Background: an optimization exercise with open tools, aiming at small area and a short achievable clock period. Do not read the settings as production practice.
No run shown here included a check of the RTL's function; only the layout flow was run.
Power and IR drop assume default switching activity.

## flow/design.v (module list and top-level ports; edited modules follow where they fit)
// module fmul36_fa: 10 lines
// module fmul36_fa1: 9 lines
// module fmul36_ha: 9 lines
// module fmul36: 1342 lines
module fmul36 (
    input  wire        clk,
    input  wire        rst,
    input  wire        in_valid,
    input  wire [35:0] a,
    input  wire [35:0] b,
    input  wire [2:0]  rm,
    input  wire        ftz,
    output reg         out_valid,
    output reg  [35:0] result,
    output reg         iv,
    output reg         of,
    output reg         uf,
    output reg         nx
);
  // ...
==> flow/flow/run.sh <==
#!/bin/bash
# The standard layout (bash standard.sh: the standard synthesis and ORFS
# from floorplan to finish), with every port buffered by buf_2 instead of
# the buffer buffer_ports picks by default.
set -euo pipefail
export BUFFER_PORTS_ARGS="-buffer_cell sky130_fd_sc_hd__buf_2"
bash standard.sh > standard.log 2>&1
==> flow/standard.sh <==
#!/bin/bash
# synth_recipe.tcl (not shown) runs the flow's synth.tcl, then flattens the netlist and writes it again
# the make line also repeats each setting of config.mk as NAME=value (left out here)
make -C /OpenROAD-flow-scripts/flow DESIGN_CONFIG=/design/flow/config.mk WORK_HOME=/design/flow/orfs CLKGATE_MAP_FILE= SYNTH_SCRIPT=/design/flow/synth_recipe.tcl "${@:-finish}"
==> flow/config.mk <==
export PLATFORM = sky130hd
export DESIGN_NAME = fmul36
export DESIGN_NICKNAME = fmul36
export VERILOG_FILES = /design/flow/design.v
export SDC_FILE = /design/flow/constraint.sdc
export NUM_CORES = 4
export LEC_CHECK = 0
export CAP_MARGIN = 20
export CORE_MARGIN = 2
export CORE_UTILIZATION = 40
export CTS_CLUSTER_DIAMETER = 100
export CTS_CLUSTER_SIZE = 24
export SLEW_MARGIN = 60
export SYNTH_HIERARCHICAL = 1
export SYNTH_MINIMUM_KEEP_SIZE = 0
==> flow/constraint.sdc <==
create_clock -name core_clock -period 16.5 [get_ports {clk}]
set_input_delay 3.3000 -clock core_clock [delete_from_list [all_inputs] [get_ports {clk}]]
set_output_delay 3.3000 -clock core_clock [all_outputs]
set_load 0.01 [all_outputs]
==> summary.txt, run 1 <==
area grow syn2layout=7.24%; Placer Congestion=0.978; register area=0.00786 mm^2; crit path max fanout=8; largest net degree at the start of global routing=42; max FFs per register=54; internal power=3600 uW; Detail Placement HPWL=68.5 mm; drt total wl=96.2 mm; vias per std cell=5.82; Synth warnings=7; vias=24,300; power share of the sequential group=22.6%; Antenna Cells=0; Netlist cell types=81; adder-cell share of the synthesized area=26.7%; Post-Syn Area=0.0310 mm^2; Initial Util=40.2%; Slew @ Worst Pin=0.687 ns; Power Total=6860 uW; CP Launch Type=flip-flop; fin crit share=27.5%; status=no timing/DRC/antenna violations; Fin. Hold Viols=0; mux share of post-synthesis cell area=4.73%; initial antenna violation count=1; Die Ht=282 um; GR peak layer=met2; Synth area leaders=dfxtp_1 (25%), fa_1 (21%), xnor2_1 (12%); CP endpoint kind=flip-flop; P_sw=3260 uW; clock buffer depth=3
==> inputs of run 2 (changes only) <==
--- a/flow/design.v
+++ b/flow/design.v
@@ -166,25 +166,19 @@
     wire [4:0] msb = b_sub ? bms : 5'd26;
     wire [4:0] tza = pos32({5'd0, ma}, 1'b0);
     wire [4:0] tzb = b_fnz ? btz : 5'd26;
     wire [9:0] xa = {1'b0, ea};
     wire [9:0] xb = {1'b0, eb};
     wire [9:0] xs = xa + xb;
     wire [5:0] tzs = {1'b0, tza} + {1'b0, tzb};
     wire [4:0]  k0   = a_sub ? msa : msb;
-    wire [8:0]  eo   = a_sub ? eb : ea;
-    wire [4:0]  th   = 5'd25 - eo[4:0];
-    wire        eo_mid = eo[8] & (eo[7:0] <= 8'd25);
-    wire        dneg_n = !xs[9] & !xs[8];
-    wire        dneg_s = !eo[8] | (eo_mid & (k0 < th));
-    wire        dneg = (a_sub & b_sub) | ((a_sub ^ b_sub) ? dneg_s : dneg_n);
-    wire        kbig = (xs < 10'd219);
-    wire [5:0]  ktl  = 6'd26 - xs[5:0];
-    wire [5:0]  ks   = !dneg ? {1'b0, k0} : (kbig ? 6'd63 : ktl);
+    wire [5:0]  ktc  = (xs >= 10'd282) ? 6'd0 : (xs <= 10'd219) ? 6'd63 : 6'd26 - xs[5:0];
+    wire        dneg = (ktc > {1'b0, k0});
+    wire [5:0]  ks   = dneg ? ktc : {1'b0, k0};
     wire [27:0]  ae0 = {1'b0, ah1, fa};
     wire [27:0]  ae1 = {ah1, fa, 1'b0};
     wire [391:0] bp;
     wire [13:0]  bneg, bnn;
     genvar gi, gj;
     generate
         for (gi = 0; gi < 14; gi = gi + 1) begin : g_bk
             wire one = bone1[gi];
==> run 2 against run 1 <==
  * Fmax down 0.83%
  * Final area up 1.4%
  * Die area up 0.73%
  * Total power up 4.1%
  * Sequential power about the same
  * Cell count up 0.86%
  * Clock power up 9.1%
  * Largest cell class unchanged
==> summary.txt, run 2 <==
Site Rows=102; TNS Setup=0 ns; area grow syn2layout=7.91%; Final Max Tran Viols=0; CTS Hold Bufs=0; placed insts=4,174; most frequent cells in the layout=xnor2_1 (425), dfxtp_1 (371), o22ai_1 (361); Slew @ Worst Pin=0.616 ns (-0.0715 ns); Synth area leaders=dfxtp_1 (25%), fa_1 (21%), xnor2_1 (12%); Crit Path Class=flip-flop to flip-flop; R2R Setup Slk=11.92 ns; synthesized area per cell=9.75 um^2; final instance count without filler cells=4,215; CP Launch Type=flip-flop; DR iter-0 viols=2,189; Top reg by flops=csa_r; TritonCTS clock tree=done; initial antenna violation count=4 (+3); R2R cell count=18; drt total wl=96.5 mm (+0.37%); total track usage=23.7%; Max Cap Viol=0; R2R Path End=ks2[1]; final-stage net count=3,708; Port Buffers=119; Die Ht=283 um (+0.36%); core area=0.0773 mm^2; final setup margin=11.92 ns; vias in the first global route=24,800; Hold Path Sink=spc3[1]; Lkg Pwr=0.0131 uW; share of cells above drive strength 1=11.3%; ys async rst share=0%; number of synthesized flops with an enable pin=0; hold depth=0; Synth warnings=7 (unchanged); startpoint of the lowest-slack hold path=spc2[1]; arrival time at the worst endpoint=5.05 ns; Synth top cells by count=xnor2_1 (431), dfxtp_1 (390), o22ai_1 (362); vias per std cell=5.81 (-0.20%); full die area=0.0802 mm^2; Post-Route Skew=0.0205 ns; commonest non-fill, non-tap cell in the layout=xnor2_1; fillers=7,574; Power Dens Cells=212 mW/mm^2; RSZ-0062 raised after global routing=false; sequential cell area fraction in the yosys report=25.0%; Netlist cell types=95 (+17%); Antenna Cells=0 (unchanged); dpl ws=12.19 ns; Tmin final=4.58 ns; htree depth=1; Post-Syn Area=0.0312 mm^2 (+0.74%); first-pass GRT wire length=149 mm; Placer Congestion=0.922 (-5.8%); worst min-delay path category=flip-flop to flip-flop; DRT antenna net count=0; Remaining DRCs=0; Avg WL per Cell=22.9 um; top_reg_cell synth=dfxtp_1; Clock Sinks=390; DRT Pass-1 Iters=6; Post-Synthesis Cells=3,199; clock root cell=clkbuf_16; cts bufs inserted=25; Reg clk slew, reported paths=0.09 ns; clock latency on the worst-skew pair=0.61 ns; vias=24,500 (+0.66%); Post-CTS Setup Bufs=0; Initial Util=40.3% (+0.16 points); status=no timing/DRC/antenna violations; clock buffer depth=3 (unchanged); Worst VDD drop=0.000119 V; top-count cell post-synth=xnor2_1; CP required=16.97 ns; worst r2r src=bone1[3]; crit path max fanout=28 (+20); Overflow after GRT=0; Largest regs=csa_r (54), csb_r (53), w3 (37); Syn Nets=3,744; CP endpoint kind=flip-flop; CTS resizes=0; io pins=120; cell type contributing the most total cell area after synthesis=dfxtp_1; Max Clock Freq=218 MHz; fin crit share=27.8% (+0.23 points); top cell type's share of synthesized area=25.0%; number of synthesized register bits=390; Detail Placement HPWL=68.9 mm (+0.60%); largest net degree at the start of global routing=58 (+38%); Fin. Hold Viols=0 (unchanged); worst rel slew slack=58.6%; max FFs per register=54 (unchanged); # setup viols final=0; Die X=283 um
run 2: how the worst max path moves through the flow:
stage                from    endpoint  slack (ns)  cells past startpoint
6_report         bone1[3]      ks2[1]       11.92                     18
5_1_grt          bone1[3]      ks2[1]       11.64                     18
4_1_cts        result[29]  result[29]       12.09                      1
3_5_place_dp        b[28]   bone1[13]       12.19                      4
3_3_place_gp     bone1[5]   csb_r[28]       12.03                      9
2_1_floorplan   bneg1[10]   csb_r[27]       12.41                     10
run 2: kinds of logic (layout without fill, tap and decap cells):
group / count (synthesis) / after routing / synth area share, %
AO/OA/AOI/OAI: 797 / 797 / 16.9
AND/OR/NAND/NOR: 529 / 529 / 8.27
XOR/XNOR: 487 / 487 / 13.7
adder cells (fa/ha/maj): 466 / 466 / 26.5
buffers and inverters: 421 / 397 / 5.16
flip-flops: 390 / 390 / 25.0
multiplexers: 108 / 108 / 4.36
other: 1 / 1 / 0.0120
run 2: through the flow:
step / power (uW) / util, % / hold slack, ns / cell area [um^2]
after floorplan: 4870 / - / 0.310 / 31200
after global placement: 6300 / 42.1 / 0.310 / 32500
after detailed placement: 6410 / 42.3 / 0.314 / 32700
after CTS: 7090 / 43.4 / 0.335 / 33500
after global routing: 7740 / 43.5 / 0.343 / 33700
final: 7140 / 43.5 / 0.333 / 33700
run 2: power breakdown:
group	switching, uW	internal (uW)	leakage [uW]
combinational	2840	2070	0.00942
clock	375	299	0.000400
sequential	208	1340	0.00328
run 2: critical path, cell delays in order (launching register included):
cell,delay (ns)
dfxtp_1,0.45
clkinv_2,0.42
nand4_1,0.32
o22ai_1,0.12
a21oi_1,0.23
nor3b_1,0.08
a2111o_1,0.35
a21oi_1,0.40
o41ai_1,0.11
a21oi_1,0.42
ha_1,0.33
nor2b_1,0.14
o21a_1,0.16
o21a_1,0.16
o21ai_0,0.14
inv_1,0.06
o22ai_1,0.19
and2_1,0.26
o32ai_1,0.11
run 2: cell type report:
cell class	count	area, um^2	area share, %
clock buffers	27	633	1.88
clock inverters	12	189	0.561
inverters	187	744	2.21
multi-input cells	2388	21900	65.1
flip-flops and latches	390	7860	23.3
well taps	1040	1300	3.87
repair buffers	171	1030	3.07
run 2: Yosys stat by module (local to each module, per instance):
module      cell area (um^2)  cells inside  times used
fmul36                 24200          2809           1
fmul36_ha               12.5             1          33
fmul36_fa               20.0             1         317
fmul36_fa1              27.5             5           8
run 2: metal layers:
layer	vias to the layer above	track usage [%]	wire, um
li1	11100	-	-
met1	11900	30.7	39800
met2	1203	37.1	42700
met3	262	5.85	9030
met4	2	11.4	4920
met5	-	0	12

[afterwards: timing with drivers on the ports]
No port has a modelled driver above. Below, the same layouts with a new extraction and two added sets of constraints.
Step 1, drivers: a clkbuf_16 drives clk and a buf_2 each remaining input, both assumed.
Step 2 also shifts input and output timing later by t, the mid clock arrival at the registers, as if the neighbouring blocks saw the same clock.
Slacks: ideal / step 1 / step 2; pairs: ideal / step 1.
run	shift t [ns]	setup slack, ns	slew at the worst register clock pin (ns)
run 1	0.651	11.958 / 11.958 / 11.958	0.10 / 0.10
run 2	0.667	11.920 / 11.920 / 11.920	0.09 / 0.09
After both steps every run listed still meets setup and hold.
